This design comes from an exercise in tuning for small area, a short achievable clock period and few clock cycles per item on the open sky130 flow, not from production work. Function not checked in this run: the RTL went through the layout flow alone.

===== design/flow/design.v =====
module eq_chain (
    input  wire        clk,
    input  wire        rst,
    input  wire        cfg_we,
    input  wire [3:0]  cfg_sec,     
    input  wire [2:0]  cfg_reg,     
    input  wire [31:0] cfg_data,
    input  wire        in_valid,
    output wire        in_ready,
    input  wire [31:0] in_data,
    output reg         out_valid,
    output reg  [31:0] out_data,
    output reg         out_over
);
    localparam NSEC = 9;
    localparam [39:0] ACC_MAX = {1'b0, {39{1'b1}}};
    localparam [39:0] ACC_MIN = {1'b1, {39{1'b0}}};
    reg [31:0] coef  [0:NSEC*5-1];
    reg        en    [0:NSEC-1];
    reg [1:0]  shift [0:NSEC-1];
    reg [39:0] sx1 [0:NSEC-1];
    reg [39:0] sx2 [0:NSEC-1];
    reg [39:0] sy1 [0:NSEC-1];
    reg [39:0] sy2 [0:NSEC-1];
    localparam S_IDLE = 1'b0;
    localparam S_RUN  = 1'b1;
    reg        state;
    reg [3:0]  sec;       
    reg [2:0]  term;      
    reg [31:0] x_cur;     
    reg [39:0] acc;
    reg        over;
    assign in_ready = (state == S_IDLE);
    wire [39:0] xa = {{4{x_cur[31]}}, x_cur, 4'b0000};
    reg [39:0] operand;
    always @(*) begin
        case (term)
            3'd0:    operand = xa;
            3'd1:    operand = sx1[sec];
            3'd2:    operand = sx2[sec];
            3'd3:    operand = sy1[sec];
            default: operand = sy2[sec];
        endcase
    end
    wire [31:0] c_cur = coef[sec*5 + term];
    wire signed [71:0] prod = $signed(c_cur) * $signed(operand);
    wire signed [71:0] prod_bias = prod + 72'sd268435455 + {71'd0, prod[29]};
    wire signed [42:0] prod_rnd  = prod_bias[71:29];
    wire signed [43:0] addend = (term >= 3'd3) ? -$signed({prod_rnd[42], prod_rnd})
                                               :  $signed({prod_rnd[42], prod_rnd});
    wire signed [43:0] acc_in = (term == 3'd0) ? 44'sd0 : $signed({{4{acc[39]}}, acc});
    wire signed [43:0] sum    = acc_in + addend;
    reg [39:0] sum_sat;
    reg        sum_ovf;
    always @(*) begin
        if (sum > $signed({{4{1'b0}}, ACC_MAX})) begin
            sum_sat = ACC_MAX;
            sum_ovf = 1'b1;
        end else if (sum < $signed({{4{1'b1}}, ACC_MIN})) begin
            sum_sat = ACC_MIN;
            sum_ovf = 1'b1;
        end else begin
            sum_sat = sum[39:0];
            sum_ovf = 1'b0;
        end
    end
    wire signed [42:0] shl = $signed({{3{sum_sat[39]}}, sum_sat}) <<< shift[sec];
    reg [39:0] shl_sat;
    reg        shl_ovf;
    always @(*) begin
        if (shl > $signed({{3{1'b0}}, ACC_MAX})) begin
            shl_sat = ACC_MAX;
            shl_ovf = 1'b1;
        end else if (shl < $signed({{3{1'b1}}, ACC_MIN})) begin
            shl_sat = ACC_MIN;
            shl_ovf = 1'b1;
        end else begin
            shl_sat = shl[39:0];
            shl_ovf = 1'b0;
        end
    end
    wire [39:0] acc_next = (term == 3'd2) ? shl_sat : sum_sat;
    wire        ovf_next = sum_ovf | ((term == 3'd2) & shl_ovf);
    wire signed [40:0] y_bias = $signed({sum_sat[39], sum_sat}) + 41'sd7 + {40'd0, sum_sat[4]};
    wire signed [36:0] y_rnd  = y_bias[40:4];
    reg [31:0] y_smp;
    reg        y_ovf;
    always @(*) begin
        if (y_rnd > 37'sh0_7FFF_FFFF) begin
            y_smp = 32'h7FFF_FFFF;
            y_ovf = 1'b1;
        end else if (y_rnd < -37'sh0_8000_0000) begin
            y_smp = 32'h8000_0000;
            y_ovf = 1'b1;
        end else begin
            y_smp = y_rnd[31:0];
            y_ovf = 1'b0;
        end
    end
    wire last_sec = (sec == NSEC - 1);
    integer i;
    always @(posedge clk) begin
        if (cfg_we && cfg_sec < NSEC && cfg_reg < 3'd5)
            coef[cfg_sec*5 + cfg_reg] <= cfg_data;
    end
    always @(posedge clk) begin
        if (rst) begin
            for (i = 0; i < NSEC; i = i + 1) begin
                en[i]    <= 1'b0;
                shift[i] <= 2'd0;
            end
        end else if (cfg_we && cfg_sec < NSEC && cfg_reg == 3'd5) begin
            en[cfg_sec]    <= cfg_data[0];
            shift[cfg_sec] <= cfg_data[2:1];
        end
    end
    always @(posedge clk) begin
        if (rst) begin
            state     <= S_IDLE;
            sec       <= 4'd0;
            term      <= 3'd0;
            acc       <= 40'd0;
            over      <= 1'b0;
            out_valid <= 1'b0;
            for (i = 0; i < NSEC; i = i + 1) begin
                sx1[i] <= 40'd0;
                sx2[i] <= 40'd0;
                sy1[i] <= 40'd0;
                sy2[i] <= 40'd0;
            end
        end else begin
            out_valid <= 1'b0;
            if (cfg_we && cfg_sec < NSEC && cfg_reg == 3'd5 && !cfg_data[0]) begin
                sx1[cfg_sec] <= 40'd0;
                sx2[cfg_sec] <= 40'd0;
                sy1[cfg_sec] <= 40'd0;
                sy2[cfg_sec] <= 40'd0;
            end
            case (state)
                S_IDLE: begin
                    if (in_valid) begin
                        x_cur <= in_data;
                        sec   <= 4'd0;
                        term  <= 3'd0;
                        over  <= 1'b0;
                        state <= S_RUN;
                    end
                end
                S_RUN: begin
                    if (!en[sec]) begin
                        if (last_sec) begin
                            out_valid <= 1'b1;
                            out_data  <= x_cur;
                            out_over  <= over;
                            state     <= S_IDLE;
                        end else begin
                            sec <= sec + 4'd1;
                        end
                    end else if (term != 3'd4) begin
                        acc  <= acc_next;
                        over <= over | ovf_next;
                        term <= term + 3'd1;
                    end else begin
                        sx2[sec] <= sx1[sec];
                        sx1[sec] <= xa;
                        sy2[sec] <= sy1[sec];
                        sy1[sec] <= sum_sat;
                        term     <= 3'd0;
                        if (last_sec) begin
                            out_valid <= 1'b1;
                            out_data  <= y_smp;
                            out_over  <= over | sum_ovf | y_ovf;
                            state     <= S_IDLE;
                        end else begin
                            x_cur <= y_smp;
                            over  <= over | sum_ovf | y_ovf;
                            sec   <= sec + 4'd1;
                        end
                    end
                end
            endcase
        end
    end
endmodule

===== design/flow/constraint.sdc =====
create_clock -name core_clock -period 18.0 [get_ports {clk}]
set_input_delay 3.6000 -clock core_clock [delete_from_list [all_inputs] [get_ports {clk}]]
set_output_delay 3.6000 -clock core_clock [all_outputs]
set_load 0.01 [all_outputs]

===== design/flow/run.sh =====
#!/bin/bash
# synth_recipe.tcl (not shown) runs the flow's synth.tcl, then flattens the netlist and writes it again
# the make line also repeats each setting of config.mk as NAME=value (left out here)
make -C /OpenROAD-flow-scripts/flow DESIGN_CONFIG=/design/flow/config.mk WORK_HOME=/design/flow/orfs CLKGATE_MAP_FILE= SYNTH_SCRIPT=/design/flow/synth_recipe.tcl finish

===== design/flow/config.mk =====
export PLATFORM = sky130hd
export DESIGN_NAME = eq_chain
export DESIGN_NICKNAME = eq_chain
export VERILOG_FILES = /design/flow/design.v
export SDC_FILE = /design/flow/constraint.sdc
export NUM_CORES = 4
export LEC_CHECK = 0
export CAP_MARGIN = 20
export CORE_MARGIN = 2
export CORE_UTILIZATION = 40
export SLEW_MARGIN = 20

==> run summary <==
Max Clock Freq=around 0.057 GHz; area post-placement=230000 um2; top post-synthesis cells by count=edfxtp_1, nor2_1, fa_1, inv_1, mux4_2; prevailing post-synth register cell=edfxtp_1; final setup fails=0; WL met2=around 320 mm; DP Wirelength=approximately 430 mm; I/O Pins=110; Area Growth Syn to Fin=13.7%; 1st-iter DRT viols=around 18000; hold buffer count at CTS=0; cell mode on critical path=fa_1; cell area after synthesis=215000 um2; first-pass GRT wire length=around 980 mm; Setup Skew=0.147 ns; IO Port Bufs=roughly 110; Hold Vio Cnt, Final=0; DR WL met3=70.2 mm; Reg clk slew, reported paths=approximately 0.060 ns; Inst Count DP=22573; Tcrit/Tclk final=96.7%; die area=about 540000 um2; CP top delay family=adder cells; Synth area leader=edfxtp_1; CTS Buf Count=398; Vias/cell=around 5.8; worst-skew pair later-pin latency=~1.1 ns; Tot GR Track Use=between 20 and 25%; routed via count=136171; Fill cells=47122; htree depth=5; Worst setup EP type=flop; grt total ovfl=0; share of the synthesized area in the top cell type=about 54%; Sink Count=about 3900; met1 wire length=~270 mm; die height=about 740 um; Async S/R FF share, synth=0%; critical path's largest stage delay=0.61 ns; DRT Pass-1 Iters=6; TritonCTS clock tree=yes; per-cell routed wire length=roughly 29 um; #FFs+latches synth=~4000; status=no timing/DRC/antenna violations; # rows=~270; Worst EP arrival=18.24 ns; Post-synth EDFFs=between 3000 and 4000; crit-path max FO=21; share of layout cells above drive strength 1=between 15 and 20%; core area=535000 um2; Synth Instances=roughly 15000; worst slew pin tran=1.17 ns; DRC=0; max layer used=met5; largest net degree at the start of global routing=100; nature of the critical path startpoint=flop; top-count cell post-synth=edfxtp_1; worst-case clock buffer depth=4; vias in the first global route=136924; library cells used by synthesis=approximately 100; Max-cap violations=0; Pins Over Slew Limit=0; final setup TNS=0 ns; crit path kind=flop to flop; WL final=~700 mm; Seq/Total Area, Yosys=between 50% and 60%; clk root buf=clkbuf_16; Crit-path slowest cell=mux2i_4; CP required=roughly 19 ns; initial antenna violation count=27; Final min period=~17 ns; gpl congestion=between 0.9 and 1; post-route ant nets=0; synthesized area per cell=around 14 um2; initial core utilization=40.1%; Synth area leaders=edfxtp_1, fa_1, mux4_2; min-delay worst type=flop to flop; Max-slew headroom=between 20 and 25%; final instance count without filler cells=around 23000; Final #Nets=roughly 18000; Reg2Reg Setup Slack=about 0.59 ns; die width=roughly 740 um; Buf+Inv Stages, Crit Path=11; final instance area=244000 um2; Ys Warns=1
## cells by family after synthesis
logic type | after synthesis | share of synthesized area, %
flops | 3911 | 54.5
compound gates | 1053 | 3.24
other cells | 1 | 0.00175
buf+inv | 2487 | 4.38
simple gates | 4876 | 10.3
xor+xnor | 176 | 0.722
mux | 1373 | 12.9
fa+ha+maj | 1601 | 14.0
## tightest hold or removal path: cells and delay by family, from the launching register on
kind             cells  cell delay [ns]
AO/OA/AOI/OAI        1             0.05
flip-flops           1             0.31
AND/OR/NAND/NOR      1             0.05
## final timing paths
path,start,endpoint,depth (start not counted)
min reg2reg,acc[1]$_SDFFE_PP0P_,acc[1]$_SDFFE_PP0P_,2
max,sec[1]$_SDFFE_PP0P_,x_cur[8]$_DFFE_PP_,58
max reg2reg,sec[1]$_SDFFE_PP0P_,x_cur[8]$_DFFE_PP_,58
min,acc[1]$_SDFFE_PP0P_,acc[1]$_SDFFE_PP0P_,2
## registers in the layout, summed over array words and instances, names as in the netlist, 32 cells and up, named ones only
name	count
shift	32
out_data	32
sx1	512
coef	1440
acc	40
sy2	640
sy1	640
sx2	512
x_cur	32
## cell usage in the layout (no fill, tap or decap), types with 44 or more instances in the layout
master / instances
a21oi_1: 210
nand4_1: 64
clkinv_1: 114
nand2_1: 578
clkbuf_16: 403
nor2_1: 2659
mux2i_1: 142
a21o_1: 67
clkbuf_1: 89
nand2b_1: 412
o21a_1: 44
o21ai_0: 152
nor2_4: 48
a21oi_2: 44
clkinv_2: 76
buf_12: 98
dfxtp_1: 46
mux4_2: 1103
fa_1: 1324
and2_1: 113
nor2b_1: 49
or2_2: 67
nor3_1: 61
clkdlybuf4s50_1: 105
o21ai_1: 71
ha_1: 260
mux2_2: 108
xnor2_1: 112
edfxtp_1: 3857
inv_1: 1295
nand3_1: 115
buf_4: 878
and3_1: 544
xor2_1: 54
## metrics by stage
step	worst slack [ns]	utilization [%]	hold slack, ns
floorplan	0.0102	-	0.434
global placement	-0.284	43.0	0.448
detailed placement	-0.236	43.0	0.449
CTS	0.0574	45.4	0.458
global route	-0.0230	45.6	0.502
finish	0.590	45.6	0.457
## per-layer routing
metal	GRT usage [%]	vias up
met5	0	-
met1	35.7	72096
met2	39.3	7360
met3	4.19	1029
met4	7.06	6
li1	-	55680
## final cells by class
cell class | count | area (um2) | share of cell area (%)
well taps | 7181 | 8980 | 3.68
multi-input cells | 9101 | 90600 | 37.1
diodes | 16 | 40.0 | 0.0164
repair buffers | 1106 | 9960 | 4.08
inverters | 1315 | 5000 | 2.05
flip-flops and latches | 3911 | 117000 | 47.9
clock inverters | 249 | 2200 | 0.902
clock buffers | 488 | 10300 | 4.23
## repair_timing
item	4_1_cts	5_1_grt
pin swaps	2	23
setup endpoints to repair	70	603
gates resized for setup	8	147
buffers inserted	5	31
cloned	1	4

[port drivers added, routing unchanged]
No port has a modelled driver above. Below, the same layout with a new extraction and two added sets of constraints. Step 1: set_driving_cell puts a clkbuf_16 on clk and a buf_2 on each other input, an assumption about the parent block. Step 2 times the ports against the registers' clock, not the clock port: input delays grow and output delays shrink by t, the midpoint of the rising clock arrivals with the driver on. a / b / c = ideal / step 1 / step 2; a / b = the first two.
shift t [ns]: 1.119
setup slack, ns: 0.590 / 0.590 / 0.590
worst hold slack (ns): 0.457 / 0.457 / 0.457
pins driven straight from the clock port: 1
After both steps setup and hold are still met in this run. The setup slack of this run moves by 0.000 ns with the drivers and by 0.000 ns with both steps.
